This is an optimization exercise on Yosys and OpenROAD, whose aim is small area, a short achievable clock period and few clock cycles per item, not a production implementation. Only simulation tests tie the RTL to the original design; equivalence was not proved. Power is estimated from default activity; no workload was simulated.

**design/flow/design.v**
```verilog
module flow_steer (
    input  wire         clk,
    input  wire         rst,
    input  wire         in_valid,
    output reg          in_ready,
    input  wire [31:0]  in_seed,
    input  wire [4:0]   in_hash_sel,     
    input  wire         in_mode,         
    input  wire [7:0]   in_aff_mask,
    input  wire [7:0]   in_online_mask,
    input  wire         in_tunnel,
    input  wire [23:0]  in_vni,
    input  wire         o_has_mac,
    input  wire [95:0]  o_mac,
    input  wire         o_has_ip,
    input  wire         o_v6,
    input  wire [127:0] o_src,
    input  wire [127:0] o_dst,
    input  wire [7:0]   o_proto,
    input  wire         o_has_ports,
    input  wire [31:0]  o_ports,
    input  wire         o_frag,
    input  wire         i_has_mac,
    input  wire [95:0]  i_mac,
    input  wire         i_has_ip,
    input  wire         i_v6,
    input  wire [127:0] i_src,
    input  wire [127:0] i_dst,
    input  wire [7:0]   i_proto,
    input  wire         i_has_ports,
    input  wire [31:0]  i_ports,
    input  wire         i_frag,
    output reg          out_valid,
    input  wire         out_ready,
    output reg  [31:0]  out_hash,
    output reg  [2:0]   out_region,
    output reg          out_drop
);
    wire        c_inner   = in_hash_sel[3] & in_tunnel;
    wire        c_has_ip  = c_inner ? i_has_ip : o_has_ip;
    wire        c_has_mac = c_inner ? i_has_mac : o_has_mac;
    wire        c_v6      = c_inner ? i_v6 : o_v6;
    wire        c_hports  = c_inner ? (i_has_ports & ~i_frag) : (o_has_ports & ~o_frag);
    wire        c_addr    = c_has_ip & in_hash_sel[0];
    wire        c_a6      = c_addr & c_v6;
    wire        c_a4      = c_addr & ~c_v6;
    wire        c_p       = c_has_ip & in_hash_sel[1];
    wire        c_q       = c_has_ip & in_hash_sel[2] & c_hports;
    wire        c_v       = c_has_ip & in_hash_sel[4] & in_tunnel;
    wire        c_tail    = c_p | c_q | c_v;
    wire        c_ismac   = ~c_has_ip & c_has_mac;
    wire        c_first   = c_addr | c_ismac;    
    wire        c_two     = (c_a4 & c_tail) | c_ismac;           
    wire        c_fetch0  = c_a6 | c_two;        
    wire [7:0]  c_cand0   = in_aff_mask & in_online_mask;
    wire [7:0]  c_cand    = in_mode ? (c_cand0 & (~c_cand0 + 8'd1)) : c_cand0;
    reg         r_inner, r_a6, r_a4, r_ismac, r_first, r_p, r_q, r_v;
    reg         r_a6t, r_two, r_one;
    reg  [7:0]  r_cand;
    always @(posedge clk) begin
        r_inner <= c_inner;
        r_a6    <= c_a6;
        r_a4    <= c_a4;
        r_ismac <= c_ismac;
        r_first <= c_first;
        r_p     <= c_p;
        r_q     <= c_q;
        r_v     <= c_v;
        r_cand  <= c_cand;
        r_a6t   <= c_a6 & c_tail;
        r_two   <= c_two;
        r_one   <= ~c_a6 & ~c_two;
    end
    reg         known;           
    reg  [4:0]  ph;              
    wire        k_first = ~known | (ph[0] & r_first);
    wire        k_slo   = known & r_a6 & ph[1];
    wire        k_dhi   = known & r_a6 & ph[2];
    wire        k_dlo   = known & r_a6 & ph[3];
    wire        k_mlo   = known & r_ismac & ph[1];
    wire        k_tail  = known & ((r_a6 & ph[4]) | (r_a4 & ph[1]) | (~r_first & ph[0]));
    function [63:0] bswap64;         
        input [63:0] x;
        integer i;
        for (i = 0; i < 8; i = i + 1) bswap64[8*i +: 8] = x[63-8*i -: 8];
    endfunction
    function [31:0] bswap32;
        input [31:0] x;
        integer i;
        for (i = 0; i < 4; i = i + 1) bswap32[8*i +: 8] = x[31-8*i -: 8];
    endfunction
    wire        f_o    = k_first & ~c_inner;
    wire        f_i    = k_first &  c_inner;
    wire        f_o6   = f_o &  o_has_ip &  o_v6;
    wire        f_o4   = f_o &  o_has_ip & ~o_v6;
    wire        f_om   = f_o & ~o_has_ip;
    wire        f_i6   = f_i &  i_has_ip &  i_v6;
    wire        f_i4   = f_i &  i_has_ip & ~i_v6;
    wire        f_im   = f_i & ~i_has_ip;
    wire        ko     = ~r_inner;
    wire        ki     =  r_inner;
    wire        t_o    = k_tail & ko;
    wire        t_i    = k_tail & ki;
    wire        tp7    = r_p & ~r_v & ~r_q;      
    wire        tp3    = r_p & ~r_v &  r_q;      
    wire        tp4    = r_p &  r_v & ~r_q;      
    wire        tp0    = r_p &  r_v &  r_q;      
    wire        tq4    = r_q & ~r_v;             
    wire        tq1    = r_q &  r_v;             
    wire [63:0] f_data =
          ({64{f_o6}}  & bswap64(o_src[127:64]))
        | ({64{f_o4}}  & bswap64({o_src[31:0], o_dst[31:0]}))
        | ({64{f_om}}  & bswap64(o_mac[95:32]))
        | ({64{f_i6}}  & bswap64(i_src[127:64]))
        | ({64{f_i4}}  & bswap64({i_src[31:0], i_dst[31:0]}))
        | ({64{f_im}}  & bswap64(i_mac[95:32]))
        | ({64{k_slo & ko}} & bswap64(o_src[63:0]))
        | ({64{k_slo & ki}} & bswap64(i_src[63:0]))
        | ({64{k_dhi & ko}} & bswap64(o_dst[127:64]))
        | ({64{k_dhi & ki}} & bswap64(i_dst[127:64]))
        | ({64{k_dlo & ko}} & bswap64(o_dst[63:0]))
        | ({64{k_dlo & ki}} & bswap64(i_dst[63:0]))
        | ({64{k_mlo & ko}} & {bswap32(o_mac[31:0]), 32'd0})
        | ({64{k_mlo & ki}} & {bswap32(i_mac[31:0]), 32'd0})
        | ({64{k_tail & r_v}} & {bswap32({8'd0, in_vni}), 32'd0})
        | ({64{t_o & tq4}} & {bswap32(o_ports), 32'd0})
        | ({64{t_i & tq4}} & {bswap32(i_ports), 32'd0})
        | ({64{t_o & tq1}} & {24'd0, bswap32(o_ports), 8'd0})
        | ({64{t_i & tq1}} & {24'd0, bswap32(i_ports), 8'd0})
        | ({64{t_o & tp7}} & {o_proto, 56'd0})
        | ({64{t_i & tp7}} & {i_proto, 56'd0})
        | ({64{t_o & tp4}} & {24'd0, o_proto, 32'd0})
        | ({64{t_i & tp4}} & {24'd0, i_proto, 32'd0})
        | ({64{t_o & tp3}} & {32'd0, o_proto, 24'd0})
        | ({64{t_i & tp3}} & {32'd0, i_proto, 24'd0})
        | ({64{t_o & tp0}} & {56'd0, o_proto})
        | ({64{t_i & tp0}} & {56'd0, i_proto});
    wire [3:0]  tk = {3'd0, r_p} + {1'b0, r_q, 2'b00} + {2'b00, r_v, r_v};
    wire [8:0]  f_off;
    assign f_off[0] = k_first | k_slo | k_dhi | k_dlo | (k_tail & (tk == 4'd8));
    assign f_off[1] = k_tail & (tk == 4'd7);
    assign f_off[2] = 1'b0;
    assign f_off[3] = k_tail & (tk == 4'd5);
    assign f_off[4] = k_mlo | (k_tail & (tk == 4'd4));
    assign f_off[5] = k_tail & (tk == 4'd3);
    assign f_off[6] = 1'b0;
    assign f_off[7] = k_tail & (tk == 4'd1);
    assign f_off[8] = k_tail & (tk == 4'd0);
    reg  [63:0] win;
    reg  [8:0]  woff;
    reg         wv, wfirst, wlast;
    reg  [31:0] c;               
    reg         cdone;
    reg  [7:0]  bcand;
    reg         rv;
    reg  [31:0] rhash;
    reg  [5:0]  rp7;
    reg  [7:0]  rp15;
    reg  [7:0]  rcand;
    wire        take   = out_valid & out_ready;
    wire        r_move = rv & (~out_valid | out_ready);
    wire        c_move = cdone & (~rv | ~out_valid | out_ready);
    reg  [63:0] inj;
    reg  [31:0] ovh;
    integer     oi;
    always @(*) begin
        inj = 64'd0;
        for (oi = 0; oi <= 8; oi = oi + 1)
            inj = inj | ({64{woff[oi]}} & ({32'd0, c} << (8 * oi)));
        ovh = ({32{woff[8]}} & c)
            | ({32{woff[7]}} & {8'd0, c[31:8]})
            | ({32{woff[5]}} & {24'd0, c[31:24]});
    end
    wire [63:0] bx = win ^ inj;
    wire [31:0] b_out;
    wire bt64 = bx[18] ^ bx[38];
    wire bt65 = bx[32] ^ bx[55];
    wire bt66 = bx[0] ^ bx[11];
    wire bt67 = bx[33] ^ bx[52];
    wire bt68 = bx[34] ^ bx[57];
    wire bt69 = bx[1] ^ bx[12];
    wire bt70 = bx[13] ^ bx[58];
    wire bt71 = bx[28] ^ bx[47];
    wire bt72 = bx[29] ^ bx[48];
    wire bt73 = bx[14] ^ bx[61];
    wire bt74 = bx[30] ^ bx[35];
    wire bt75 = bx[15] ^ bx[62];
    wire bt76 = bx[31] ^ bx[50];
    wire bt77 = bx[36] ^ bx[45];
    wire bt78 = bx[53] ^ bx[54];
    wire bt79 = bx[27] ^ bx[46];
    wire bt80 = bx[40] ^ bx[49];
    wire bt81 = bx[24] ^ bx[43];
    wire bt82 = bx[25] ^ bx[44];
    wire bt83 = bx[26] ^ bt65;
    wire bt84 = bx[2] ^ bx[60];
    wire bt85 = bx[16] ^ bx[41];
    wire bt86 = bx[21] ^ bx[37];
    wire bt87 = bx[22] ^ bx[59];
    wire bt88 = bx[17] ^ bx[42];
    wire bt89 = bx[4] ^ bx[63];
    wire bt90 = bx[39] ^ bt72;
    wire bt91 = bx[5] ^ bx[10];
    wire bt92 = bx[56] ^ bt64;
    wire bt93 = bx[3] ^ bt73;
    wire bt94 = bx[23] ^ bt69;
    wire bt95 = bx[51] ^ bt70;
    wire bt96 = bx[19] ^ bt68;
    wire bt97 = bt66 ^ bt71;
    wire bt98 = bt67 ^ bt79;
    wire bt99 = bx[7] ^ bt80;
    wire bt100 = bx[20] ^ bt77;
    wire bt101 = bx[8] ^ bt81;
    wire bt102 = bx[9] ^ bt82;
    wire bt103 = bt78 ^ bt85;
    wire bt104 = bx[6] ^ bt74;
    wire bt105 = bt75 ^ bt83;
    wire bt106 = bx[55] ^ bt87;
    wire bt107 = bt86 ^ bt91;
    wire bt108 = bt88 ^ bt90;
    wire bt109 = bx[57] ^ bx[59];
    wire bt110 = bx[16] ^ bt89;
    wire bt111 = bx[23] ^ bt76;
    wire bt112 = bt92 ^ bt97;
    wire bt113 = bt98 ^ bt107;
    wire bt114 = bt64 ^ bt84;
    wire bt115 = bx[24] ^ bx[39];
    wire bt116 = bx[42] ^ bt93;
    wire bt117 = bt84 ^ bt95;
    wire bt118 = bx[12] ^ bx[13];
    wire bt119 = bx[14] ^ bx[34];
    wire bt120 = bx[60] ^ bt102;
    wire bt121 = bt67 ^ bt119;
    wire bt122 = bx[56] ^ bt78;
    wire bt123 = bx[17] ^ bt113;
    wire bt124 = bx[36] ^ bt85;
    wire bt125 = bx[43] ^ bt106;
    wire bt126 = bx[37] ^ bx[58];
    wire bt127 = bx[44] ^ bx[53];
    wire bt128 = bt94 ^ bt104;
    wire bt129 = bx[4] ^ bt74;
    wire bt130 = bx[21] ^ bt81;
    wire bt131 = bx[41] ^ bt70;
    wire bt132 = bx[54] ^ bt100;
    wire bt133 = bx[61] ^ bt94;
    wire bt134 = bt75 ^ bt131;
    wire bt135 = bt99 ^ bt114;
    wire bt136 = bx[1] ^ bx[46];
    wire bt137 = bx[8] ^ bt76;
    wire bt138 = bx[30] ^ bx[62];
    wire bt139 = bx[63] ^ bt136;
    wire bt140 = bx[6] ^ bt110;
    wire bt141 = bx[11] ^ bx[25];
    wire bt142 = bt95 ^ bt111;
    wire bt143 = bt96 ^ bt100;
    wire bt144 = bx[51] ^ bt118;
    wire bt145 = bx[10] ^ bx[15];
    wire bt146 = bx[38] ^ bt87;
    wire bt147 = bt101 ^ bt146;
    wire bt148 = bx[15] ^ bx[22];
    wire bt149 = bx[40] ^ bt83;
    wire bt150 = bx[26] ^ bx[31];
    wire bt151 = bx[47] ^ bt66;
    wire bt152 = bx[58] ^ bt64;
    wire bt153 = bx[29] ^ bt88;
    wire bt154 = bx[41] ^ bt98;
    wire bt155 = bt90 ^ bt112;
    wire bt156 = bt124 ^ bt155;
    wire bt157 = bx[20] ^ bt80;
    wire bt158 = bt87 ^ bt157;
    wire bt159 = bt108 ^ bt126;
    wire bt160 = bx[0] ^ bt109;
    wire bt161 = bx[19] ^ bt132;
    wire bt162 = bt130 ^ bt160;
    wire bt163 = bt133 ^ bt134;
    wire bt164 = bx[5] ^ bt65;
    wire bt165 = bt82 ^ bt86;
    wire bt166 = bt116 ^ bt117;
    wire bt167 = bt138 ^ bt166;
    wire bt168 = bx[9] ^ bx[28];
    wire bt169 = bx[18] ^ bt105;
    wire bt170 = bt140 ^ bt142;
    wire bt171 = bx[0] ^ bt68;
    wire bt172 = bx[14] ^ bx[48];
    wire bt173 = bx[22] ^ bt115;
    wire bt174 = bx[36] ^ bt144;
    wire bt175 = bt89 ^ bt172;
    wire bt176 = bx[17] ^ bx[35];
    wire bt177 = bt68 ^ bt93;
    wire bt178 = bt71 ^ bt72;
    wire bt179 = bx[3] ^ bx[49];
    wire bt180 = bx[50] ^ bt68;
    wire bt181 = bx[61] ^ bt105;
    wire bt182 = bx[27] ^ bt120;
    wire bt183 = bx[7] ^ bt117;
    wire bt184 = bx[27] ^ bx[45];
    wire bt185 = bx[33] ^ bt92;
    wire bt186 = bx[63] ^ bt73;
    wire bt187 = bt103 ^ bt148;
    wire bt188 = bt149 ^ bt185;
    wire bt189 = bt82 ^ bt101;
    wire bt190 = bt150 ^ bt151;
    wire bt191 = bt152 ^ bt190;
    wire bt192 = bx[39] ^ bt66;
    wire bt193 = bt102 ^ bt192;
    wire bt194 = bx[63] ^ bt94;
    wire bt195 = bx[16] ^ bt67;
    wire bt196 = bx[18] ^ bt83;
    wire bt197 = bt74 ^ bt195;
    wire bt198 = bt97 ^ bt153;
    wire bt199 = bt101 ^ bt196;
    wire bt200 = bx[38] ^ bt103;
    wire bt201 = bx[51] ^ bt69;
    wire bt202 = bx[52] ^ bt76;
    wire bt203 = bt104 ^ bt106;
    wire bt204 = bx[10] ^ bx[31];
    wire bt205 = bt108 ^ bt122;
    wire bt206 = bx[2] ^ bt99;
    wire bt207 = bx[3] ^ bt137;
    wire bt208 = bx[12] ^ bx[42];
    wire bt209 = bx[55] ^ bt96;
    wire bt210 = bx[9] ^ bx[35];
    wire bt211 = bt86 ^ bt88;
    wire bt212 = bt89 ^ bt154;
    wire bt213 = bt210 ^ bt211;
    wire bt214 = bx[10] ^ bx[21];
    wire bt215 = bx[13] ^ bt77;
    wire bt216 = bx[59] ^ bt214;
    wire bt217 = bt103 ^ bt121;
    wire bt218 = ovh[0];
    wire bt219 = ovh[1];
    wire bt220 = ovh[2];
    wire bt221 = ovh[3];
    wire bt222 = ovh[4];
    wire bt223 = ovh[5];
    wire bt224 = ovh[6];
    wire bt225 = ovh[7];
    wire bt226 = ovh[8];
    wire bt227 = ovh[9];
    wire bt228 = ovh[10];
    wire bt229 = ovh[11];
    wire bt230 = ovh[12];
    wire bt231 = ovh[13];
    wire bt232 = ovh[14];
    wire bt233 = ovh[15];
    wire bt234 = ovh[16];
    wire bt235 = ovh[17];
    wire bt236 = ovh[18];
    wire bt237 = ovh[19];
    wire bt238 = ovh[20];
    wire bt239 = ovh[21];
    wire bt240 = ovh[22];
    wire bt241 = ovh[23];
    wire bt242 = ovh[24];
    wire bt243 = ovh[25];
    wire bt244 = ovh[26];
    wire bt245 = ovh[27];
    wire bt246 = ovh[28];
    wire bt247 = ovh[29];
    wire bt248 = ovh[30];
    wire bt249 = ovh[31];
  wire bt250 = bt70 ^ bt84;
  wire bt251 = bt96 ^ bt218;
  wire bt252 = bt250 ^ bt125;
  wire bt253 = bt251 ^ bt123;
  wire bt254 = bt252 ^ bt156;
  wire bt255 = bt253 ^ bt254;
  wire bt256 = bx[60] ^ bt127;
  wire bt257 = bt93 ^ bt96;
  wire bt258 = bt219 ^ bt256;
  wire bt259 = bt112 ^ bt128;
  wire bt260 = bt158 ^ bt257;
  wire bt261 = bt258 ^ bt159;
  wire bt262 = bt259 ^ bt260;
  wire bt263 = bt261 ^ bt262;
  wire bt264 = bt76 ^ bt90;
  wire bt265 = bt129 ^ bt220;
  wire bt266 = bt135 ^ bt162;
  wire bt267 = bt264 ^ bt265;
  wire bt268 = bt161 ^ bt163;
  wire bt269 = bt266 ^ bt267;
  wire bt270 = bt268 ^ bt269;
  wire bt271 = bx[19] ^ bt115;
  wire bt272 = bt124 ^ bt137;
  wire bt273 = bt139 ^ bt164;
  wire bt274 = bt165 ^ bt221;
  wire bt275 = bt271 ^ bt158;
  wire bt276 = bt272 ^ bt273;
  wire bt277 = bt274 ^ bt275;
  wire bt278 = bt276 ^ bt167;
  wire bt279 = bt277 ^ bt278;
  wire bt280 = bx[40] ^ bt79;
  wire bt281 = bt91 ^ bt141;
  wire bt282 = bt168 ^ bt90;
  wire bt283 = bt222 ^ bt280;
  wire bt284 = bt281 ^ bt116;
  wire bt285 = bt143 ^ bt282;
  wire bt286 = bt283 ^ bt169;
  wire bt287 = bt170 ^ bt284;
  wire bt288 = bt285 ^ bt286;
  wire bt289 = bt287 ^ bt288;
  wire bt290 = bx[20] ^ bt104;
  wire bt291 = bt171 ^ bt173;
  wire bt292 = bt175 ^ bt223;
  wire bt293 = bt105 ^ bt135;
  wire bt294 = bt174 ^ bt290;
  wire bt295 = bt291 ^ bt292;
  wire bt296 = bt293 ^ bt294;
  wire bt297 = bt295 ^ bt296;
  wire bt298 = bx[8] ^ bt141;
  wire bt299 = bt145 ^ bt176;
  wire bt300 = bt111 ^ bt139;
  wire bt301 = bt178 ^ bt224;
  wire bt302 = bt298 ^ bt299;
  wire bt303 = bt125 ^ bt135;
  wire bt304 = bt177 ^ bt300;
  wire bt305 = bt301 ^ bt302;
  wire bt306 = bt303 ^ bt304;
  wire bt307 = bt305 ^ bt306;
  wire bt308 = bx[23] ^ bx[44];
  wire bt309 = bt168 ^ bt179;
  wire bt310 = bt308 ^ bt129;
  wire bt311 = bt144 ^ bt180;
  wire bt312 = bt225 ^ bt309;
  wire bt313 = bt147 ^ bt310;
  wire bt314 = bt311 ^ bt312;
  wire bt315 = bt123 ^ bt181;
  wire bt316 = bt313 ^ bt314;
  wire bt317 = bt315 ^ bt316;
  wire bt318 = bx[29] ^ bx[35];
  wire bt319 = bx[53] ^ bx[62];
  wire bt320 = bt77 ^ bt91;
  wire bt321 = bt318 ^ bt319;
  wire bt322 = bt121 ^ bt173;
  wire bt323 = bt226 ^ bt320;
  wire bt324 = bt321 ^ bt112;
  wire bt325 = bt322 ^ bt323;
  wire bt326 = bt170 ^ bt182;
  wire bt327 = bt324 ^ bt325;
  wire bt328 = bt326 ^ bt327;
  wire bt329 = bx[25] ^ bx[47];
  wire bt330 = bt184 ^ bt329;
  wire bt331 = bt130 ^ bt186;
  wire bt332 = bt227 ^ bt330;
  wire bt333 = bt128 ^ bt187;
  wire bt334 = bt331 ^ bt332;
  wire bt335 = bt183 ^ bt188;
  wire bt336 = bt333 ^ bt334;
  wire bt337 = bt335 ^ bt336;
  wire bt338 = bx[7] ^ bx[23];
  wire bt339 = bx[29] ^ bx[54];
  wire bt340 = bx[60] ^ bt75;
  wire bt341 = bt338 ^ bt339;
  wire bt342 = bt107 ^ bt228;
  wire bt343 = bt340 ^ bt341;
  wire bt344 = bt116 ^ bt189;
  wire bt345 = bt342 ^ bt343;
  wire bt346 = bt191 ^ bt344;
  wire bt347 = bt345 ^ bt346;
  wire bt348 = bx[19] ^ bx[30];
  wire bt349 = bx[48] ^ bt69;
  wire bt350 = bt184 ^ bt348;
  wire bt351 = bt229 ^ bt349;
  wire bt352 = bt350 ^ bt140;
  wire bt353 = bt147 ^ bt193;
  wire bt354 = bt351 ^ bt181;
  wire bt355 = bt352 ^ bt353;
  wire bt356 = bt354 ^ bt355;
  wire bt357 = bx[41] ^ bx[52];
  wire bt358 = bx[62] ^ bt72;
  wire bt359 = bt86 ^ bt357;
  wire bt360 = bt99 ^ bt102;
  wire bt361 = bt230 ^ bt358;
  wire bt362 = bt359 ^ bt125;
  wire bt363 = bt143 ^ bt194;
  wire bt364 = bt360 ^ bt361;
  wire bt365 = bt191 ^ bt362;
  wire bt366 = bt363 ^ bt364;
  wire bt367 = bt365 ^ bt366;
  wire bt368 = bx[5] ^ bx[49];
  wire bt369 = bt127 ^ bt368;
  wire bt370 = bt100 ^ bt180;
  wire bt371 = bt231 ^ bt369;
  wire bt372 = bt194 ^ bt197;
  wire bt373 = bt198 ^ bt370;
  wire bt374 = bt371 ^ bt199;
  wire bt375 = bt372 ^ bt373;
  wire bt376 = bt374 ^ bt375;
  wire bt377 = bx[45] ^ bx[57];
  wire bt378 = bt91 ^ bt115;
  wire bt379 = bt377 ^ bt97;
  wire bt380 = bt201 ^ bt202;
  wire bt381 = bt232 ^ bt378;
  wire bt382 = bt120 ^ bt200;
  wire bt383 = bt203 ^ bt379;
  wire bt384 = bt380 ^ bt381;
  wire bt385 = bt382 ^ bt383;
  wire bt386 = bt384 ^ bt385;
  wire bt387 = bx[6] ^ bx[46];
  wire bt388 = bx[52] ^ bt77;
  wire bt389 = bt141 ^ bt204;
  wire bt390 = bt387 ^ bt233;
  wire bt391 = bt388 ^ bt389;
  wire bt392 = bt133 ^ bt149;
  wire bt393 = bt390 ^ bt391;
  wire bt394 = bt183 ^ bt205;
  wire bt395 = bt392 ^ bt393;
  wire bt396 = bt394 ^ bt395;
  wire bt397 = bx[11] ^ bx[37];
  wire bt398 = bx[47] ^ bt109;
  wire bt399 = bt118 ^ bt138;
  wire bt400 = bt397 ^ bt93;
  wire bt401 = bt122 ^ bt234;
  wire bt402 = bt398 ^ bt399;
  wire bt403 = bt154 ^ bt206;
  wire bt404 = bt400 ^ bt401;
  wire bt405 = bt402 ^ bt199;
  wire bt406 = bt403 ^ bt404;
  wire bt407 = bt405 ^ bt406;
  wire bt408 = bx[33] ^ bx[38];
  wire bt409 = bt71 ^ bt208;
  wire bt410 = bt408 ^ bt122;
  wire bt411 = bt175 ^ bt235;
  wire bt412 = bt409 ^ bt134;
  wire bt413 = bt207 ^ bt209;
  wire bt414 = bt410 ^ bt411;
  wire bt415 = bt182 ^ bt412;
  wire bt416 = bt413 ^ bt414;
  wire bt417 = bt415 ^ bt416;
  wire bt418 = bx[26] ^ bx[32];
  wire bt419 = bx[49] ^ bx[51];
  wire bt420 = bt73 ^ bt148;
  wire bt421 = bt418 ^ bt419;
  wire bt422 = bt114 ^ bt151;
  wire bt423 = bt236 ^ bt420;
  wire bt424 = bt421 ^ bt213;
  wire bt425 = bt422 ^ bt423;
  wire bt426 = bt161 ^ bt212;
  wire bt427 = bt424 ^ bt425;
  wire bt428 = bt426 ^ bt427;
  wire bt429 = bx[3] ^ bx[20];
  wire bt430 = bx[50] ^ bx[53];
  wire bt431 = bx[56] ^ bt66;
  wire bt432 = bt84 ^ bt109;
  wire bt433 = bt429 ^ bt430;
  wire bt434 = bt153 ^ bt237;
  wire bt435 = bt431 ^ bt432;
  wire bt436 = bt433 ^ bt434;
  wire bt437 = bt435 ^ bt163;
  wire bt438 = bt436 ^ bt437;
  wire bt439 = bx[18] ^ bx[54];
  wire bt440 = bt69 ^ bt439;
  wire bt441 = bt110 ^ bt238;
  wire bt442 = bt440 ^ bt162;
  wire bt443 = bt441 ^ bt442;
  wire bt444 = bt167 ^ bt443;
  wire bt445 = bx[1] ^ bx[33];
  wire bt446 = bt75 ^ bt79;
  wire bt447 = bt89 ^ bt204;
  wire bt448 = bt445 ^ bt165;
  wire bt449 = bt239 ^ bt446;
  wire bt450 = bt447 ^ bt177;
  wire bt451 = bt448 ^ bt449;
  wire bt452 = bt450 ^ bt451;
  wire bt453 = bt156 ^ bt452;
  wire bt454 = bx[42] ^ bx[43];
  wire bt455 = bx[56] ^ bx[60];
  wire bt456 = bt69 ^ bt74;
  wire bt457 = bt80 ^ bt454;
  wire bt458 = bt455 ^ bt215;
  wire bt459 = bt216 ^ bt240;
  wire bt460 = bt456 ^ bt457;
  wire bt461 = bt458 ^ bt459;
  wire bt462 = bt460 ^ bt169;
  wire bt463 = bt212 ^ bt461;
  wire bt464 = bt462 ^ bt463;
  wire bt465 = bx[55] ^ bt127;
  wire bt466 = bt152 ^ bt186;
  wire bt467 = bt202 ^ bt216;
  wire bt468 = bt241 ^ bt465;
  wire bt469 = bt108 ^ bt466;
  wire bt470 = bt467 ^ bt468;
  wire bt471 = bt469 ^ bt470;
  wire bt472 = bx[2] ^ bx[30];
  wire bt473 = bt65 ^ bt75;
  wire bt474 = bt77 ^ bt80;
  wire bt475 = bt472 ^ bt95;
  wire bt476 = bt171 ^ bt178;
  wire bt477 = bt242 ^ bt473;
  wire bt478 = bt474 ^ bt200;
  wire bt479 = bt475 ^ bt476;
  wire bt480 = bt477 ^ bt123;
  wire bt481 = bt478 ^ bt479;
  wire bt482 = bt480 ^ bt481;
  wire bt483 = bx[11] ^ bt71;
  wire bt484 = bt76 ^ bt179;
  wire bt485 = bt92 ^ bt139;
  wire bt486 = bt243 ^ bt483;
  wire bt487 = bt484 ^ bt203;
  wire bt488 = bt217 ^ bt485;
  wire bt489 = bt486 ^ bt159;
  wire bt490 = bt487 ^ bt488;
  wire bt491 = bt489 ^ bt490;
  wire bt492 = bx[11] ^ bx[28];
  wire bt493 = bx[32] ^ bt208;
  wire bt494 = bt492 ^ bt99;
  wire bt495 = bt129 ^ bt244;
  wire bt496 = bt493 ^ bt113;
  wire bt497 = bt142 ^ bt187;
  wire bt498 = bt494 ^ bt495;
  wire bt499 = bt496 ^ bt497;
  wire bt500 = bt498 ^ bt499;
  wire bt501 = bx[6] ^ bt111;
  wire bt502 = bt164 ^ bt245;
  wire bt503 = bt147 ^ bt174;
  wire bt504 = bt198 ^ bt217;
  wire bt505 = bt501 ^ bt502;
  wire bt506 = bt503 ^ bt504;
  wire bt507 = bt505 ^ bt506;
  wire bt508 = bx[7] ^ bx[13];
  wire bt509 = bx[15] ^ bx[18];
  wire bt510 = bx[37] ^ bx[51];
  wire bt511 = bt65 ^ bt81;
  wire bt512 = bt508 ^ bt509;
  wire bt513 = bt510 ^ bt121;
  wire bt514 = bt246 ^ bt511;
  wire bt515 = bt512 ^ bt120;
  wire bt516 = bt128 ^ bt513;
  wire bt517 = bt514 ^ bt205;
  wire bt518 = bt515 ^ bt516;
  wire bt519 = bt517 ^ bt518;
  wire bt520 = bt73 ^ bt78;
  wire bt521 = bt145 ^ bt150;
  wire bt522 = bt92 ^ bt215;
  wire bt523 = bt247 ^ bt520;
  wire bt524 = bt521 ^ bt189;
  wire bt525 = bt197 ^ bt206;
  wire bt526 = bt209 ^ bt522;
  wire bt527 = bt523 ^ bt524;
  wire bt528 = bt525 ^ bt526;
  wire bt529 = bt527 ^ bt528;
  wire bt530 = bx[14] ^ bx[56];
  wire bt531 = bt79 ^ bt126;
  wire bt532 = bt176 ^ bt530;
  wire bt533 = bt103 ^ bt248;
  wire bt534 = bt531 ^ bt532;
  wire bt535 = bt105 ^ bt143;
  wire bt536 = bt193 ^ bt207;
  wire bt537 = bt533 ^ bt534;
  wire bt538 = bt535 ^ bt536;
  wire bt539 = bt537 ^ bt538;
  wire bt540 = bx[58] ^ bt71;
  wire bt541 = bt79 ^ bt109;
  wire bt542 = bt145 ^ bt110;
  wire bt543 = bt201 ^ bt249;
  wire bt544 = bt540 ^ bt541;
  wire bt545 = bt132 ^ bt213;
  wire bt546 = bt542 ^ bt543;
  wire bt547 = bt544 ^ bt188;
  wire bt548 = bt545 ^ bt546;
  wire bt549 = bt547 ^ bt548;
    assign b_out = {bt549, bt539, bt529, bt519, bt507, bt500, bt491, bt482, bt471, bt464, bt453, bt444, bt438, bt428, bt417, bt407, bt396, bt386, bt376, bt367, bt356, bt347, bt337, bt328, bt317, bt307, bt297, bt289, bt279, bt270, bt263, bt255};
    wire [31:0] hh = ~c;
    wire m7_1 = hh[0] ^ hh[3] ^ hh[6];
    wire m7_2 = (hh[0] & hh[3]) | (hh[0] & hh[6]) | (hh[3] & hh[6]);
    wire m7_3 = hh[9] ^ hh[12] ^ hh[15];
    wire m7_4 = (hh[9] & hh[12]) | (hh[9] & hh[15]) | (hh[12] & hh[15]);
    wire m7_5 = hh[18] ^ hh[21] ^ hh[24];
    wire m7_6 = (hh[18] & hh[21]) | (hh[18] & hh[24]) | (hh[21] & hh[24]);
    wire m7_7 = hh[1] ^ hh[4] ^ hh[7];
    wire m7_8 = (hh[1] & hh[4]) | (hh[1] & hh[7]) | (hh[4] & hh[7]);
    wire m7_9 = hh[10] ^ hh[13] ^ hh[16];
    wire m7_10 = (hh[10] & hh[13]) | (hh[10] & hh[16]) | (hh[13] & hh[16]);
    wire m7_11 = hh[19] ^ hh[22] ^ hh[25];
    wire m7_12 = (hh[19] & hh[22]) | (hh[19] & hh[25]) | (hh[22] & hh[25]);
    wire m7_13 = hh[2] ^ hh[5] ^ hh[8];
    wire m7_14 = (hh[2] & hh[5]) | (hh[2] & hh[8]) | (hh[5] & hh[8]);
    wire m7_15 = hh[11] ^ hh[14] ^ hh[17];
    wire m7_16 = (hh[11] & hh[14]) | (hh[11] & hh[17]) | (hh[14] & hh[17]);
    wire m7_17 = hh[20] ^ hh[23] ^ hh[26];
    wire m7_18 = (hh[20] & hh[23]) | (hh[20] & hh[26]) | (hh[23] & hh[26]);
    wire m7_19 = m7_1 ^ m7_3 ^ m7_5;
    wire m7_20 = (m7_1 & m7_3) | (m7_1 & m7_5) | (m7_3 & m7_5);
    wire m7_21 = hh[27] ^ hh[30] ^ m7_14;
    wire m7_22 = (hh[27] & hh[30]) | (hh[27] & m7_14) | (hh[30] & m7_14);
    wire m7_23 = m7_2 ^ m7_4 ^ m7_6;
    wire m7_24 = (m7_2 & m7_4) | (m7_2 & m7_6) | (m7_4 & m7_6);
    wire m7_25 = m7_7 ^ m7_9 ^ m7_11;
    wire m7_26 = (m7_7 & m7_9) | (m7_7 & m7_11) | (m7_9 & m7_11);
    wire m7_27 = m7_8 ^ m7_10 ^ m7_12;
    wire m7_28 = (m7_8 & m7_10) | (m7_8 & m7_12) | (m7_10 & m7_12);
    wire m7_29 = m7_13 ^ m7_15 ^ m7_17;
    wire m7_30 = (m7_13 & m7_15) | (m7_13 & m7_17) | (m7_15 & m7_17);
    wire m7_31 = m7_19 ^ m7_21 ^ m7_16;
    wire m7_32 = (m7_19 & m7_21) | (m7_19 & m7_16) | (m7_21 & m7_16);
    wire m7_33 = m7_18 ^ m7_28 ^ m7_30;
    wire m7_34 = (m7_18 & m7_28) | (m7_18 & m7_30) | (m7_28 & m7_30);
    wire m7_35 = m7_20 ^ m7_22 ^ m7_23;
    wire m7_36 = (m7_20 & m7_22) | (m7_20 & m7_23) | (m7_22 & m7_23);
    wire m7_37 = m7_25 ^ hh[28] ^ hh[31];
    wire m7_38 = (m7_25 & hh[28]) | (m7_25 & hh[31]) | (hh[28] & hh[31]);
    wire m7_39 = m7_24 ^ m7_26 ^ m7_27;
    wire m7_40 = (m7_24 & m7_26) | (m7_24 & m7_27) | (m7_26 & m7_27);
    wire m7_41 = m7_31 ^ m7_33 ^ m7_40;
    wire m7_42 = (m7_31 & m7_33) | (m7_31 & m7_40) | (m7_33 & m7_40);
    wire m7_43 = m7_32 ^ m7_34 ^ m7_35;
    wire m7_44 = (m7_32 & m7_34) | (m7_32 & m7_35) | (m7_34 & m7_35);
    wire m7_45 = m7_36 ^ m7_38 ^ m7_39;
    wire m7_46 = (m7_36 & m7_38) | (m7_36 & m7_39) | (m7_38 & m7_39);
    wire m7_47 = m7_42 ^ m7_43 ^ m7_37;
    wire m7_48 = (m7_42 & m7_43) | (m7_42 & m7_37) | (m7_43 & m7_37);
    wire m7_49 = m7_44 ^ m7_45 ^ m7_29;
    wire m7_50 = (m7_44 & m7_45) | (m7_44 & m7_29) | (m7_45 & m7_29);
    wire m7_51 = m7_41 ^ m7_46 ^ m7_50;
    wire m7_52 = (m7_41 & m7_46) | (m7_41 & m7_50) | (m7_46 & m7_50);
    wire m7_53 = m7_48 ^ m7_49 ^ hh[29];
    wire m7_54 = (m7_48 & m7_49) | (m7_48 & hh[29]) | (m7_49 & hh[29]);
    wire m15_1 = hh[0] ^ hh[4] ^ hh[8];
    wire m15_2 = (hh[0] & hh[4]) | (hh[0] & hh[8]) | (hh[4] & hh[8]);
    wire m15_3 = hh[12] ^ hh[16] ^ hh[20];
    wire m15_4 = (hh[12] & hh[16]) | (hh[12] & hh[20]) | (hh[16] & hh[20]);
    wire m15_5 = hh[1] ^ hh[5] ^ hh[9];
    wire m15_6 = (hh[1] & hh[5]) | (hh[1] & hh[9]) | (hh[5] & hh[9]);
    wire m15_7 = hh[13] ^ hh[17] ^ hh[21];
    wire m15_8 = (hh[13] & hh[17]) | (hh[13] & hh[21]) | (hh[17] & hh[21]);
    wire m15_9 = hh[2] ^ hh[6] ^ hh[10];
    wire m15_10 = (hh[2] & hh[6]) | (hh[2] & hh[10]) | (hh[6] & hh[10]);
    wire m15_11 = hh[14] ^ hh[18] ^ hh[22];
    wire m15_12 = (hh[14] & hh[18]) | (hh[14] & hh[22]) | (hh[18] & hh[22]);
    wire m15_13 = hh[3] ^ hh[7] ^ hh[11];
    wire m15_14 = (hh[3] & hh[7]) | (hh[3] & hh[11]) | (hh[7] & hh[11]);
    wire m15_15 = hh[15] ^ hh[19] ^ hh[23];
    wire m15_16 = (hh[15] & hh[19]) | (hh[15] & hh[23]) | (hh[19] & hh[23]);
    wire m15_17 = m15_1 ^ m15_3 ^ hh[24];
    wire m15_18 = (m15_1 & m15_3) | (m15_1 & hh[24]) | (m15_3 & hh[24]);
    wire m15_19 = hh[28] ^ m15_14 ^ m15_16;
    wire m15_20 = (hh[28] & m15_14) | (hh[28] & m15_16) | (m15_14 & m15_16);
    wire m15_21 = m15_2 ^ m15_4 ^ m15_5;
    wire m15_22 = (m15_2 & m15_4) | (m15_2 & m15_5) | (m15_4 & m15_5);
    wire m15_23 = m15_7 ^ hh[25] ^ hh[29];
    wire m15_24 = (m15_7 & hh[25]) | (m15_7 & hh[29]) | (hh[25] & hh[29]);
    wire m15_25 = m15_6 ^ m15_8 ^ m15_9;
    wire m15_26 = (m15_6 & m15_8) | (m15_6 & m15_9) | (m15_8 & m15_9);
    wire m15_27 = m15_11 ^ hh[26] ^ hh[30];
    wire m15_28 = (m15_11 & hh[26]) | (m15_11 & hh[30]) | (hh[26] & hh[30]);
    wire m15_29 = m15_10 ^ m15_12 ^ m15_13;
    wire m15_30 = (m15_10 & m15_12) | (m15_10 & m15_13) | (m15_12 & m15_13);
    wire m15_31 = m15_15 ^ hh[27] ^ hh[31];
    wire m15_32 = (m15_15 & hh[27]) | (m15_15 & hh[31]) | (hh[27] & hh[31]);
    wire m15_33 = m15_17 ^ m15_19 ^ m15_30;
    wire m15_34 = (m15_17 & m15_19) | (m15_17 & m15_30) | (m15_19 & m15_30);
    wire m15_35 = m15_18 ^ m15_20 ^ m15_21;
    wire m15_36 = (m15_18 & m15_20) | (m15_18 & m15_21) | (m15_20 & m15_21);
    wire m15_37 = m15_22 ^ m15_24 ^ m15_25;
    wire m15_38 = (m15_22 & m15_24) | (m15_22 & m15_25) | (m15_24 & m15_25);
    wire m15_39 = m15_26 ^ m15_28 ^ m15_29;
    wire m15_40 = (m15_26 & m15_28) | (m15_26 & m15_29) | (m15_28 & m15_29);
    wire m15_41 = m15_33 ^ m15_32 ^ m15_40;
    wire m15_42 = (m15_33 & m15_32) | (m15_33 & m15_40) | (m15_32 & m15_40);
    wire m15_43 = m15_34 ^ m15_35 ^ m15_23;
    wire m15_44 = (m15_34 & m15_35) | (m15_34 & m15_23) | (m15_35 & m15_23);
    wire m15_45 = m15_36 ^ m15_37 ^ m15_27;
    wire m15_46 = (m15_36 & m15_37) | (m15_36 & m15_27) | (m15_37 & m15_27);
    wire m15_47 = m15_38 ^ m15_39 ^ m15_31;
    wire m15_48 = (m15_38 & m15_39) | (m15_38 & m15_31) | (m15_39 & m15_31);
    wire [2:0] x7 = {m7_53, m7_52, m7_51};
    wire [2:0] y7 = {1'b0, m7_47, m7_54};
    wire [3:0] x15 = {m15_46, m15_44, m15_42, m15_41};
    wire [3:0] y15 = {m15_47, m15_45, m15_43, m15_48};
    wire [3:0]  s7  = {1'b0, rp7[5:3]} + {1'b0, rp7[2:0]};
    wire [4:0]  s15 = {1'b0, rp15[7:4]} + {1'b0, rp15[3:0]};
    reg  [6:0]  o7;              
    reg  [4:0]  o5;              
    reg  [2:0]  o3;              
    always @(*) begin
        case (s7)
            4'd0: o7 = 7'b0000001;
            4'd1: o7 = 7'b0000010;
            4'd2: o7 = 7'b0000100;
            4'd3: o7 = 7'b0001000;
            4'd4: o7 = 7'b0010000;
            4'd5: o7 = 7'b0100000;
            4'd6: o7 = 7'b1000000;
            4'd7: o7 = 7'b0000001;
            4'd8: o7 = 7'b0000010;
            4'd9: o7 = 7'b0000100;
            4'd10: o7 = 7'b0001000;
            4'd11: o7 = 7'b0010000;
            4'd12: o7 = 7'b0100000;
            4'd13: o7 = 7'b1000000;
            4'd14: o7 = 7'b0000001;
            default: o7 = 7'b0000001;
        endcase
        case (s15)
            5'd0: begin o5 = 5'b00001; o3 = 3'b001; end
            5'd1: begin o5 = 5'b00010; o3 = 3'b010; end
            5'd2: begin o5 = 5'b00100; o3 = 3'b100; end
            5'd3: begin o5 = 5'b01000; o3 = 3'b001; end
            5'd4: begin o5 = 5'b10000; o3 = 3'b010; end
            5'd5: begin o5 = 5'b00001; o3 = 3'b100; end
            5'd6: begin o5 = 5'b00010; o3 = 3'b001; end
            5'd7: begin o5 = 5'b00100; o3 = 3'b010; end
            5'd8: begin o5 = 5'b01000; o3 = 3'b100; end
            5'd9: begin o5 = 5'b10000; o3 = 3'b001; end
            5'd10: begin o5 = 5'b00001; o3 = 3'b010; end
            5'd11: begin o5 = 5'b00010; o3 = 3'b100; end
            5'd12: begin o5 = 5'b00100; o3 = 3'b001; end
            5'd13: begin o5 = 5'b01000; o3 = 3'b010; end
            5'd14: begin o5 = 5'b10000; o3 = 3'b100; end
            5'd15: begin o5 = 5'b00001; o3 = 3'b001; end
            5'd16: begin o5 = 5'b00010; o3 = 3'b010; end
            5'd17: begin o5 = 5'b00100; o3 = 3'b100; end
            5'd18: begin o5 = 5'b01000; o3 = 3'b001; end
            5'd19: begin o5 = 5'b10000; o3 = 3'b010; end
            5'd20: begin o5 = 5'b00001; o3 = 3'b100; end
            5'd21: begin o5 = 5'b00010; o3 = 3'b001; end
            5'd22: begin o5 = 5'b00100; o3 = 3'b010; end
            5'd23: begin o5 = 5'b01000; o3 = 3'b100; end
            5'd24: begin o5 = 5'b10000; o3 = 3'b001; end
            5'd25: begin o5 = 5'b00001; o3 = 3'b010; end
            5'd26: begin o5 = 5'b00010; o3 = 3'b100; end
            5'd27: begin o5 = 5'b00100; o3 = 3'b001; end
            5'd28: begin o5 = 5'b01000; o3 = 3'b010; end
            5'd29: begin o5 = 5'b10000; o3 = 3'b100; end
            5'd30: begin o5 = 5'b00001; o3 = 3'b001; end
            default: begin o5 = 5'b00001; o3 = 3'b001; end
        endcase
    end
    reg  [8:0]  rn;
    wire [7:0]  kh;
    wire        h0 = rhash[0];
    wire [7:0]  k2 = {6'd0, h0, ~h0};
    wire [7:0]  k4 = 8'd1 << rhash[1:0];
    wire [7:0]  k8 = 8'd1 << rhash[2:0];
    wire [7:0]  k6 = {2'b00,
                      o3[2] &  h0,       
                      o3[1] & ~h0,       
                      o3[0] &  h0,       
                      o3[2] & ~h0,       
                      o3[1] &  h0,       
                      o3[0] & ~h0};      
    assign kh = ({8{rn[0] | rn[1]}} & 8'd1)
              | ({8{rn[2]}} & k2)
              | ({8{rn[3]}} & {5'd0, o3})
              | ({8{rn[4]}} & k4)
              | ({8{rn[5]}} & {3'd0, o5})
              | ({8{rn[6]}} & k6)
              | ({8{rn[7]}} & {1'b0, o7})
              | ({8{rn[8]}} & k8);
    wire [2:0]  pc1 = {2'd0, rcand[0]};
    wire [2:0]  pc2 = {1'b0, rcand[0] & rcand[1], rcand[0] ^ rcand[1]};
    wire [2:0]  pc3 = {2'd0, rcand[0]} + {2'd0, rcand[1]} + {2'd0, rcand[2]};
    wire [2:0]  pc4 = pc2 + {1'b0, rcand[2] & rcand[3], rcand[2] ^ rcand[3]};
    wire [2:0]  pc5 = pc4 + {2'd0, rcand[4]};
    wire [2:0]  pc6 = pc4 + {1'b0, rcand[4] & rcand[5], rcand[4] ^ rcand[5]};
    wire [2:0]  pc7 = pc4 + {2'd0, rcand[4]} + {2'd0, rcand[5]} + {2'd0, rcand[6]};
    wire [7:0]  match = rcand & {kh[pc7], kh[pc6], kh[pc5], kh[pc4],
                                 kh[pc3], kh[pc2], kh[pc1], kh[0]};
    wire [2:0]  pick = {match[4] | match[5] | match[6] | match[7],
                        match[2] | match[3] | match[6] | match[7],
                        match[1] | match[3] | match[5] | match[7]};
    integer     j;
    wire [1:0]  bq0 = {1'b0, bcand[0]} + {1'b0, bcand[1]};
    wire [1:0]  bq1 = {1'b0, bcand[2]} + {1'b0, bcand[3]};
    wire [1:0]  bq2 = {1'b0, bcand[4]} + {1'b0, bcand[5]};
    wire [1:0]  bq3 = {1'b0, bcand[6]} + {1'b0, bcand[7]};
    wire [3:0]  bcn = ({2'b00, bq0} + {2'b00, bq1}) + ({2'b00, bq2} + {2'b00, bq3});
    wire [8:0]  bn_oh = 9'd1 << bcn;
    function [2:0] wc_next;      
        input wv_, wlast_, cdone_, rv_, ov_;
        reg   rm, cm;
        begin
            rm = rv_ & ~ov_;
            cm = cdone_ & (~rv_ | rm);
            wc_next = {wv_ ? wlast_ : (cdone_ & ~cm), cm | (rv_ & ~rm), rm | ov_};
        end
    endfunction
    wire [2:0]  nx   = wc_next(wv, wlast, cdone, rv, out_valid);
    wire        safe = ~nx[2] | ~nx[1] | ~nx[0];
    wire        rem1 = (r_a6 & r_a6t & ph[4]) | (r_a6 & ~r_a6t & ph[3]) |
                       (r_two & ph[1]) | (r_one & ph[0]);
    wire        rem2 = (r_a6 & r_a6t & ph[3]) | (r_a6 & ~r_a6t & ph[2]) |
                       (r_two & ph[0]);
    wire        fetch    = in_valid & safe & (known ? (~rem1 | in_ready) : c_fetch0);
    wire        is_last  = known & rem1;
    wire        ld_seed  = fetch & known & ph[0] & ~r_first;
    wire        acc      = in_valid & in_ready;
    wire        rem1_n   = known ? ((rem1 & ~fetch) | (rem2 & fetch))
                                 : (~c_a6 & ~c_two) | (c_two & fetch);
    wire [4:0]  ph_n = known ? (fetch ? {ph[3:0], 1'b0} : ph)
                             : (fetch ? 5'b00010 : 5'b00001);
    wire [2:0]  nx2  = wc_next(fetch, is_last, nx[2], nx[1], nx[0]);
    wire        safe2 = ~nx2[2] | ~nx2[1] | ~nx2[0];
    always @(posedge clk) begin
        win    <= f_data ^ {32'd0, {32{k_first}} & in_seed};
        woff   <= k_first ? 9'd0 : f_off;
        wfirst <= ~known | ph[0];
        wlast  <= is_last;
        if (wv) begin
            c <= b_out;
            if (wfirst) bcand <= r_cand;
        end else if (ld_seed) begin
            c <= in_seed;
        end
        if (c_move) begin
            rhash <= hh;
            rp7   <= {x7, y7};
            rp15  <= {x15, y15};
            rcand <= bcand;
            rn    <= bn_oh;
        end
        if (r_move) begin
            out_hash   <= rhash;
            out_region <= pick;
            out_drop   <= (rcand == 8'd0);
        end
    end
    always @(posedge clk) begin
        if (rst) begin
            known     <= 1'b0;
            ph        <= 5'b00001;
            in_ready  <= 1'b0;
            wv        <= 1'b0;
            cdone     <= 1'b0;
            rv        <= 1'b0;
            out_valid <= 1'b0;
        end else begin
            known     <= in_valid & ~acc;
            ph        <= (in_valid & ~acc) ? ph_n : 5'b00001;
            in_ready  <= in_valid & ~acc & rem1_n & safe & safe2;
            wv        <= fetch;
            cdone     <= wv ? wlast : (cdone & ~c_move);
            rv        <= c_move | (rv & ~r_move);
            out_valid <= r_move | (out_valid & ~take);
        end
    end
endmodule
```
**design/flow/flow/run.sh**
```bash
#!/bin/bash
# The standard layout (the standard.sh: ORFS synthesis to finish), with the
# port buffers that global placement inserts made of the smallest buffer cell
# instead of the cell the resizer picks by default. Every port still gets its
# own buffer. make's full output goes to flow.log in this folder.
set -euo pipefail
export BUFFER_PORTS_ARGS="-buffer_cell sky130_fd_sc_hd__buf_1"
bash standard.sh > flow.log 2>&1
```
**design/flow/standard.sh**
```bash
#!/bin/bash
# synth_recipe.tcl (not shown) runs the flow's synth.tcl, then flattens the netlist and writes it again
# the make line also repeats each setting of config.mk as NAME=value (left out here)
make -C /OpenROAD-flow-scripts/flow DESIGN_CONFIG=/design/flow/config.mk WORK_HOME=/design/flow/orfs CLKGATE_MAP_FILE= SYNTH_SCRIPT=/design/flow/synth_recipe.tcl "${@:-finish}"
```
**design/flow/config.mk**
```make
export PLATFORM = sky130hd
export DESIGN_NAME = flow_steer
export DESIGN_NICKNAME = flow_steer
export VERILOG_FILES = /design/flow/design.v
export SDC_FILE = /design/flow/constraint.sdc
export NUM_CORES = 4
export LEC_CHECK = 0
export CAP_MARGIN = 20
export CORE_AREA = 5 5 315 315
export DIE_AREA = 0 0 320 320
export PLACE_DENSITY = 0.45
export SLEW_MARGIN = 20
```
**design/flow/constraint.sdc**
```tcl
create_clock -name core_clock -period 10.0 [get_ports {clk}]
set_input_delay 2.0000 -clock core_clock [delete_from_list [all_inputs] [get_ports {clk}]]
set_output_delay 2.0000 -clock core_clock [all_outputs]
set_load 0.01 [all_outputs]
```
==> results of run 1 <==
==> power groups by stage <==
stage                     registers, W  clock network [W]  logic (W)
after floorplan                0.00127                  0    0.00324
after global placement         0.00136                  0    0.00495
after detailed placement       0.00136                  0    0.00494
after CTS                      0.00134            0.00123    0.00495
after global routing           0.00135            0.00127    0.00520
final                          0.00135            0.00122    0.00498
==> cell families (layout without fill, tap and decap cells) <==
| logic type | Yosys count | after routing | share of synthesized area |
|---|---|---|---|
| fa+ha+maj | 89 | 89 | 0.07127 |
| mux | 69 | 69 | 0.03598 |
| flops | 241 | 241 | 0.2815 |
| buf+inv | 294 | 1185 | 0.05113 |
| other cells | 0 | 157 | 0 |
| simple gates | 520 | 520 | 0.1052 |
| compound gates | 625 | 625 | 0.2253 |
| xor+xnor | 553 | 553 | 0.2296 |
==> cell type report <==
| cell class | count | area share |
|---|---|---|
| multi-input cells | 1856 | 0.5194 |
| flip-flops and latches | 241 | 0.2165 |
| repair buffers | 993 | 0.1403 |
| well taps | 1265 | 0.05518 |
| clock buffers | 40 | 0.02822 |
| inverters | 134 | 0.01753 |
| diodes | 157 | 0.01370 |
| clock inverters | 18 | 0.009204 |
==> synthesized netlist by cell type (all sizes together) (3+ instances only) <==
cell type    n  area, µm²
nor4         5      31.28
a211oi      10      75.07
nor2        82      307.8
a31oi        5      31.28
xnor3        5      112.6
a222oi     114       1141
a311o        3      30.03
a221oi     104      910.9
mux4         6      135.1
nand3      104      520.5
inv        133      499.2
nand4       40      250.2
dfxtp      103       2062
clkbuf     137      514.2
and3         4      25.02
nor2b       11      68.82
nor3b        3      22.52
a221o       15      150.1
nand2b       8      50.05
a21o         4      30.03
ha          28      350.3
and2        12      75.07
o22ai       13      81.33
a22oi      225       1689
mux2i       41      410.4
a22o        13      113.9
edfxtp     138       4144
a21oi       70      350.3
o21ai       15      75.07
nand2      241      904.6
a21boi       3      22.52
xor2       139       1270
xnor2      409       3680
o2111ai      4      35.03
o31ai        3      22.52
buf         23      110.1
nor3         5      25.02
fa          61       1221
o211ai       6      45.04
mux2        22      247.7
==> metal layers <==
metal  part of all wire  vias to the layer above  track usage
li1                   -                    10852            -
met1               0.38                    13992       0.5333
met2               0.40                     2570       0.5930
met3               0.15                      529       0.2141
met4              0.070                       58       0.2493
met5             0.0017                        -            0
==> path summary, 6_finish.rpt <==
| check | endpoint | cells after the start |
|---|---|---|
| worst max-delay path | win[27] | 10 |
| worst min-delay path | bcand[2] | 0 |
| worst max register to register | rp7[5] | 11 |
| worst min register to register | bcand[2] | 0 |
==> worst max-delay path, delay by kind of cell <==
kind | cells | cell delay [ns]
AOI/OAI and AO/OA | 2 | 1.25
xor gates and xnor gates | 1 | 0.17
buffers and inverters | 3 | 0.72
and+or+nand+nor | 4 | 0.90
==> through the flow <==
| step | instance area, µm² | instances | hold WS (ns) |
|---|---|---|---|
| 2_1_floorplan | 22050 | 2391 | 0.3855 |
| 6_report | 28690 | 4704 | 0.4012 |
| 3_3_place_gp | 27210 | 4489 | 0.3878 |
| 5_1_grt | 28460 | 4614 | 0.4113 |
| 4_1_cts | 28290 | 4547 | 0.4038 |
| 3_5_place_dp | 27220 | 4489 | 0.3887 |
==> sequential cells by signal (all words and copies together) (netlist names), 9 cells and up <==
name	flops
c	32
out_hash	32
rhash	32
rn	9
win	64
==> flow_summary.toml, run 1 <==
[drt]
routedWlPerCell_um = 49.23
viasPerCell = 5.953
drcViolationCount = 0
ant_nets = 0
vias = 28001
wl_um = 231600
drt_pass1_iterations = 12
drt_iter0_drc = 5667

[layout]
mostFrequentLayoutCells = "914 x buf_1, 393 x xnor2_1, 241 x nand2_1, 225 x a22oi_1, 138 x edfxtp_1"
fin_util = 0.3015
final_common_cell = "buf_1"
seq_area_um2 = 6210
fillers = 10479
syn2layout_area_growth_pct = 30.10
multi_input_area_um2 = 14900
layout-drive-gt1-share = 0.06338
nNetsFinal = 4223

[critical_path]
crit_start = "in_tunnel"
crit_chain = "buf_1 -> nand2_1 -> clkinv_1 -> and2_1 -> nor2b_4 -> buf_4 -> a221oi_1 -> nand4_1 -> a221oi_1 -> xor2_1"
crit_arrival_ns = 5.04
regToRegSetupSlack_ns = 5.61
max_stage_delay_ns = 0.82
cpMostUsedCell = "a221oi_1"
required_ns = 10.56
setup.worst_path.class = "input pin to flip-flop"
slowest_stage = "a221oi_1"
cp_max_fo = 64
r2r_start = "c[1]"
worstSetupEndpointType = "flip-flop"
start_kind = "input pin"

[global_routing]
antenna_found_initial = 224
grt_pass1_vias = 26091
grt_max_degree = 65
grt_pass1_wl_um = 287400
overflow = 0
grt.total_usage = 0.4282

[power_and_ir_drop]
power_leakage_nw = 9.555
combPwrFrac = 0.659
internal_power_w = 0.003950
seqPwrFrac = 0.179
switchingPower_w = 0.003608
finalPower_w = 0.007558
clock_power_share = 0.161
swShare = 0.4773
ir_drop_v = 0.0002009
power_density_nw_per_um2 = 263.5

[floorplanning]
die_area_um2 = 102400
initial_core_util = 0.2317
core_area_um2 = 95150
fp.dieH_um = 320
num_rows = 113
die_w_um = 320
io_pins = 915

[run_status]
status = "no timing/DRC/antenna violations"

[sta]
slew_headroom = 0.2406
fmax_ghz = 0.2231
setup_tns_ns = 0
period_share = 0.4482
slew_viol_final = 0
rsz0062_at_grt = "no"
finalCriticalPeriod_ns = 4.482
fin_ws_ns = 5.518
worst_pin_slew_ns = 1.131
hold_violations = 0
fin_skew_ns = 0.04692
setup_violations = 0

[clock_network]
numCtsBuffers = 31
ctsResizeCount = 0
cts_setup_buffers = 0
clockBufferDepth = 3
htree_num_levels = 1
clock_sinks = 241
cts_root_buf = "clkbuf_16"
cts_tree = "done"
cts.clk_slew.worst_paths_ns = 0.06
insertion_delay_ns = 0.63
cts_hold_buffers = 0

[logic_synthesis]
yosysWarningCount = 1
synth.distinct_cells = 64
synthFlopType = "edfxtp_1"
async_flop_share = 0
synth-edff-count = 138
syn-instance-count = 2391
synth_area_um2 = 22050
syn_avg_cell_area_um2 = 9.222
synth_nets = 3357
synth-seq-cells = 241
yosysSeqAreaShare = 0.2815

[placed_design]
gp_congestion = 1.083
hpwl_um = 201500
placement.io_buffers = 914
place_ws_ns = 5.000

[flow_run]
maxCapViolCount = 0

[hold_path]
min-delay-start = "r_cand[2]"
min_path_type = "flip-flop to flip-flop"
Testbench counts, summed over its fixed seeds: cycles 8,214, items 3,200.
==> run 2, diff against run 1 <==
==> design/flow/flow/run.sh (replaced) <==
#!/bin/bash
# The standard layout (the standard.sh: ORFS synthesis to finish) with two
# changes to how the layout is optimised: the port buffers that global
# placement inserts are the smallest buffer cell (every port still gets its
# own buffer), and the resizer's timing repair aims for 6.5 ns of setup slack
# against the design's unchanged 10 ns clock. make's full output goes to
# flow.log in this folder.
set -euo pipefail
export BUFFER_PORTS_ARGS="-buffer_cell sky130_fd_sc_hd__buf_1"
export SETUP_SLACK_MARGIN=6.5
bash standard.sh > flow.log 2>&1
==> run 2 against run 1 <==
Net effect:
- via count is 0.91% higher
- hold slack got worse by 0.019 ns
- non-clock buffer count is 141 higher
- critical path type is now flip-flop to flip-flop
- critical endpoint is now out_region[1]
- largest power group unchanged
- highest routed layer unchanged
==> flow_summary.toml, run 2 <==
[hold_path]
min_path_type = "flip-flop to flip-flop"

[placed_design]
placement.io_buffers = 914
hpwl_um = 188300
placed_area_um2 = 27610
place_ws_ns = 5.159
dpl.cell_count = 4492
gp_congestion = 1.134

[clock_network]
numCtsBuffers = 34
cts_tree = "done"
cts.clk_slew.worst_paths_ns = 0.07
clockBufferDepth = 3
insertion_delay_ns = 0.58
cts_root_buf = "clkbuf_16"
clock_sinks = 241
cts_hold_buffers = 0
htree_num_levels = 2

[sta]
fin_skew_ns = 0.04177
period_share = 0.3791
fin_ws_ns = 6.209
hold_violations = 0
worst_pin_slew_ns = 1.093
setup_violations = 0
slew_viol_final = 0
fmax_ghz = 0.2638
finalCriticalPeriod_ns = 3.791
rsz0062_at_grt = "yes"
slew_headroom = 0.2659
setup_tns_ns = 0

[layout]
regMostFlops = "win"
fillers = 10287
nNetsFinal = 4369
syn2layout_area_growth_pct = 46.43
final_common_cell = "buf_1"
mostFrequentLayoutCells = "912 x buf_1, 310 x xnor2_1, 235 x nand2_1, 223 x a22oi_1, 177 x buf_4"
design_area_um2 = 32290
largest_reg_flops = 64
layout-drive-gt1-share = 0.1739
final_cells = 4809

[logic_synthesis]
synth_area_um2 = 22050
synth-edff-count = 138
synth.distinct_cells = 64
synthFlopType = "edfxtp_1"
synth-seq-cells = 241
yosys-top-cells-count = "396 x xnor2_1, 241 x nand2_1, 225 x a22oi_1"
synth_top_area_frac = 0.1879
synth_most_common_cell = "xnor2_1"
yosys.area.top_type = "edfxtp_1"
syn_avg_cell_area_um2 = 9.222
yosysWarningCount = 1
yosysSeqAreaShare = 0.2815
async_flop_share = 0
synthTopCellsByArea = "edfxtp_1 19%, xnor2_1 16%, dfxtp_1 9.4%"
synth_nets = 3357
syn-instance-count = 2391

[flow_run]
maxCapViolCount = 0

[global_routing]
grt.total_usage = 0.4091
overflow = 0
grt_max_degree = 65
grt_pass1_wl_um = 276200
grt_pass1_vias = 25972
antenna_found_initial = 202

[power_and_ir_drop]
power_leakage_nw = 11.23
power_density_nw_per_um2 = 249.7
ir_drop_v = 0.0001600

[drt]
routedWlPerCell_um = 46.09
drcViolationCount = 0
drt_iter0_drc = 5501
ant_nets = 0
viasPerCell = 5.876
wl_um = 221700
drt_pass1_iterations = 10
vias = 28256

[floorplanning]
io_pins = 915
die_area_um2 = 102400
num_rows = 113
fp.dieH_um = 320
die_w_um = 320
core_area_um2 = 95150
initial_core_util = 0.2317

[critical_path]
cp_max_fo = 5
regToRegSetupSlack_ns = 6.21
crit_arrival_ns = 4.12
required_ns = 10.33
start_kind = "flip-flop"
setup.worst_path.class = "flip-flop to flip-flop"
worstSetupEndpointType = "flip-flop"

[run_status]
status = "no timing/DRC/antenna violations"
-- run 2: changes by cell type in the layout (fill, tap and decap cells not counted), moves of 21 or more --
cell      before  now
a221oi_1     104   35
diode_2      157  117
buf_4         79  177
xnor2_2       16   73
xnor2_4        0   26
a221oi_4       0   21
a221oi_2       0   48
xor2_1       132  108
xnor2_1      393  310
-- run 2: what timing repair did --
action / CTS / global route
gates cloned: 3 / 2
buffers inserted: 78 / 57
endpoints found under the setup margin: 99 / 76
resized for setup: 196 / 95
pin swaps: 38 / 72
-- run 2: logic make-up (layout without fill, tap and decap cells) --
kind of cell,count (synthesis),after routing,synth area share
compound gates,625,625,0.2253
xor+xnor,553,553,0.2296
fa+ha+maj,89,89,0.07127
buf+inv,294,1328,0.05113
flops,241,241,0.2815
mux,69,69,0.03598
other cells,0,117,0
simple gates,520,522,0.1052
-- run 2: report_power, final --
part           internal, W  switching [W]
clock network     0.000731       0.000522
registers          0.00121      0.0000854
logic              0.00248        0.00303
-- run 2: stage by stage --
| step | hold slack [ns] | utilization | power (W) |
|---|---|---|---|
| floorplan | 0.3855 | - | 0.004549 |
| global placement | 0.3856 | 0.2902 | 0.006107 |
| detailed placement | 0.3895 | 0.2902 | 0.006094 |
| CTS | 0.3696 | 0.3248 | 0.007724 |
| global route | 0.4089 | 0.3373 | 0.008360 |
| finish | 0.3820 | 0.3393 | 0.008061 |
-- run 2: cell type report --
cell class	count	area, µm²	share of cell area
diodes	117	292.8	0.009068
clock buffers	45	922.1	0.02856
clock inverters	15	177.7	0.005503
inverters	134	523.0	0.01620
multi-input cells	1858	17100	0.5296
flip-flops and latches	241	6211	0.1924
well taps	1265	1583	0.04902
repair buffers	1134	5478	0.1697
-- run 2: worst paths after layout --
| path | start | endpoint | cells past startpoint |
|---|---|---|---|
| worst min-delay path | r_cand[2] | bcand[2] | 0 |
| worst min register to register | r_cand[2] | bcand[2] | 0 |
| worst max-delay path | rp15[4] | out_region[1] | 12 |
| worst max register to register | rp15[4] | out_region[1] | 12 |
-- run 2: critical path: stages, from the launching register on --
cell	delay [ns]
edfxtp_1	0.38
ha_2	0.21
inv_2	0.06
fa_2	0.54
ha_4	0.22
mux2_4	0.27
mux4_2	0.47
and2_4	0.17
a311o_2	0.37
mux4_2	0.50
buf_4	0.16
a22oi_2	0.13
nand3_1	0.09
-- run 2: routing by layer --
| metal | GRT usage | routed length, µm |
|---|---|---|
| met4 | 0.2119 | 15200 |
| met5 | 0 | 541 |
| met1 | 0.5328 | 86000 |
| met2 | 0.5613 | 86400 |
| met3 | 0.1913 | 33520 |
==> run 3, diff against run 2 <==
==> design/flow/flow/run.sh (replaced) <==
#!/bin/bash
# The standard layout (the standard.sh: ORFS synthesis to finish) with two
# changes to how the layout is optimised: the port buffers that global
# placement inserts are the smallest buffer cell (every port still gets its
# own buffer), and the resizer's timing repair aims for 6.2 ns of setup slack
# against the design's unchanged 10 ns clock. make's full output goes to
# flow.log in this folder.
set -euo pipefail
export BUFFER_PORTS_ARGS="-buffer_cell sky130_fd_sc_hd__buf_1"
export SETUP_SLACK_MARGIN=6.2
bash standard.sh > flow.log 2>&1
==> run 3 against run 2 <==
Net effect:
- still clean on timing, DRC and antenna
- hold slack gained 0.022 ns
- flip-flop and latch count stayed put
- register-to-register slack worse by 0.09 ns
- cell area down 6.3%
- total power decreased by 4.5%
- global-route usage increased by 1.3 points
- combinational power decreased by 7.4%
- non-clock buffer count fell by 61
- utilization is 2.1 points lower
==> flow_summary.toml, run 3 <==
[logic_synthesis]
yosysWarningCount = 1
synth.distinct_cells = 64
synth-seq-cells = 241
synth_top_area_frac = 0.1879
yosys-top-cells-count = "396 x xnor2_1, 241 x nand2_1, 225 x a22oi_1"
yosysSeqAreaShare = 0.2815
synth-edff-count = 138

[drt]
drt_iter0_drc = 5401
ant_nets = 0
drt_pass1_iterations = 10
vias = 28339
viasPerCell = 5.919
wl_um = 229200
drcViolationCount = 0
routedWlPerCell_um = 47.87

[floorplanning]
num_rows = 113
initial_core_util = 0.2317
die_area_um2 = 102400
fp.dieH_um = 320
io_pins = 915
die_w_um = 320

[placed_design]
placed_area_um2 = 27220
dpl.cell_count = 4491
hpwl_um = 196700

[power_and_ir_drop]
combPwrFrac = 0.663
swShare = 0.4622
ir_drop_v = 0.0001516
seqPwrFrac = 0.169
switchingPower_w = 0.003557
clock_power_share = 0.169
power_leakage_nw = 10.29

[hold_path]
min_path_type = "flip-flop to flip-flop"

[global_routing]
grt_max_degree = 65
grt.total_usage = 0.4217
grt_pass1_vias = 25932
grt_pass1_wl_um = 281900
overflow = 0

[flow_run]
maxCapViolCount = 0

[sta]
worst_pin_slew_ns = 1.102
slew_viol_final = 0
setup_tns_ns = 0
fmax_ghz = 0.2580
fin_skew_ns = 0.02712
slew_headroom = 0.2604
rsz0062_at_grt = "yes"
period_share = 0.3876
finalCriticalPeriod_ns = 3.876

[critical_path]
cp_max_fo = 37
regToRegSetupSlack_ns = 6.12
required_ns = 10.48
crit_start = "r_inner"
reg2reg_depth = 10
crit_arrival_ns = 4.36
setup.worst_path.class = "flip-flop to flip-flop"
r2r_start = "r_inner"

[clock_network]
cts.clk_slew.worst_paths_ns = 0.06
insertion_delay_ns = 0.56
clockBufferDepth = 3
cts_tree = "done"
numCtsBuffers = 34
clock_sinks = 241
htree_num_levels = 2

[layout]
largest_reg_flops = 64
fin_util = 0.3181
multi_input_area_um2 = 15620
fillers = 10469
design_area_um2 = 30270
syn2layout_area_growth_pct = 37.28
final_cells = 4788
layout-drive-gt1-share = 0.1135

[run_status]
status = "no timing/DRC/antenna violations"
-- run 3: through the flow --
step | hold WS [ns] | setup WS, ns
2_1_floorplan | 0.3855 | 6.203
3_3_place_gp | 0.3888 | 5.108
3_5_place_dp | 0.3910 | 5.075
4_1_cts | 0.4061 | 6.120
5_1_grt | 0.4125 | 6.149
6_report | 0.4041 | 6.124
-- run 3: cell type report --
cell class / count / area share
antenna: 158 / 0.01306
inverter: 134 / 0.01687
sequential: 241 / 0.2052
clock buffer: 49 / 0.03233
tap: 1265 / 0.05229
multi-input combinational: 1856 / 0.5161
clock inverter: 12 / 0.006325
timing repair buffer: 1073 / 0.1579
-- run 3: layer usage --
| metal | share of wire | global-route usage | routed length, µm | vias to the layer above |
|---|---|---|---|---|
| li1 | - | - | - | 11015 |
| met1 | 0.38 | 0.5203 | 86920 | 13955 |
| met2 | 0.39 | 0.5661 | 88340 | 2706 |
| met3 | 0.15 | 0.2297 | 35330 | 573 |
| met4 | 0.078 | 0.2657 | 17980 | 90 |
| met5 | 0.0027 | 0 | 629 | - |
-- run 3: cell families (layout without fill, tap and decap cells) --
family          Yosys count  count (layout)  synth area share
compound gates          625             625            0.2253
xor+xnor                553             553            0.2296
fa+ha+maj                89              89           0.07127
buf+inv                 294            1268           0.05113
flops                   241             241            0.2815
mux                      69              69           0.03598
other cells               0             158                 0
simple gates            520             520            0.1052
-- run 3: worst min path at each step --
stage                     startpoint        to  slack (ns)  cells past startpoint
after floorplan            r_cand[0]  bcand[0]        0.39                      0
final                      r_cand[0]  bcand[0]        0.40                      0
after global routing       r_cand[6]  bcand[6]        0.41                      0
after detailed placement   r_cand[0]  bcand[0]        0.39                      0
after global placement     r_cand[6]  bcand[6]        0.39                      0
after CTS                  r_cand[4]  bcand[4]        0.41                      0
-- run 3: critical path, cell delays in order (launching register included) --
cell	delay (ns)
dfxtp_2	0.62
inv_1	0.22
nand2_1	0.38
nor2_4	0.22
buf_4	0.35
a22oi_1	0.73
nand3_1	0.22
a221oi_2	0.43
nand3_1	0.13
a221oi_1	0.26
xor2_1	0.16
-- run 3: power by group through the flow --
stage,combinational [W],clock [W],sequential [W]
floorplan,0.00325,0,0.00127
global placement,0.00478,0,0.00137
detailed placement,0.00477,0,0.00137
CTS,0.00496,0.00131,0.00129
global route,0.00533,0.00135,0.00130
finish,0.00510,0.00130,0.00130
-- run 3: timing repair --
action | 4_1_cts | 5_1_grt
setup buffers | 66 | 11
resized for setup | 63 | 69
cloned | 0 | 1
setup endpoints to repair | 68 | 65
pin swaps | 10 | 24

Check on run 3: ideal ports give 6.124 ns setup slack; a clkbuf_16 on the clock port and buf_2 on the inputs give 6.124 ns; moving port delays by the midpoint clock arrival (0.609 ns) as well gives 5.626 ns.
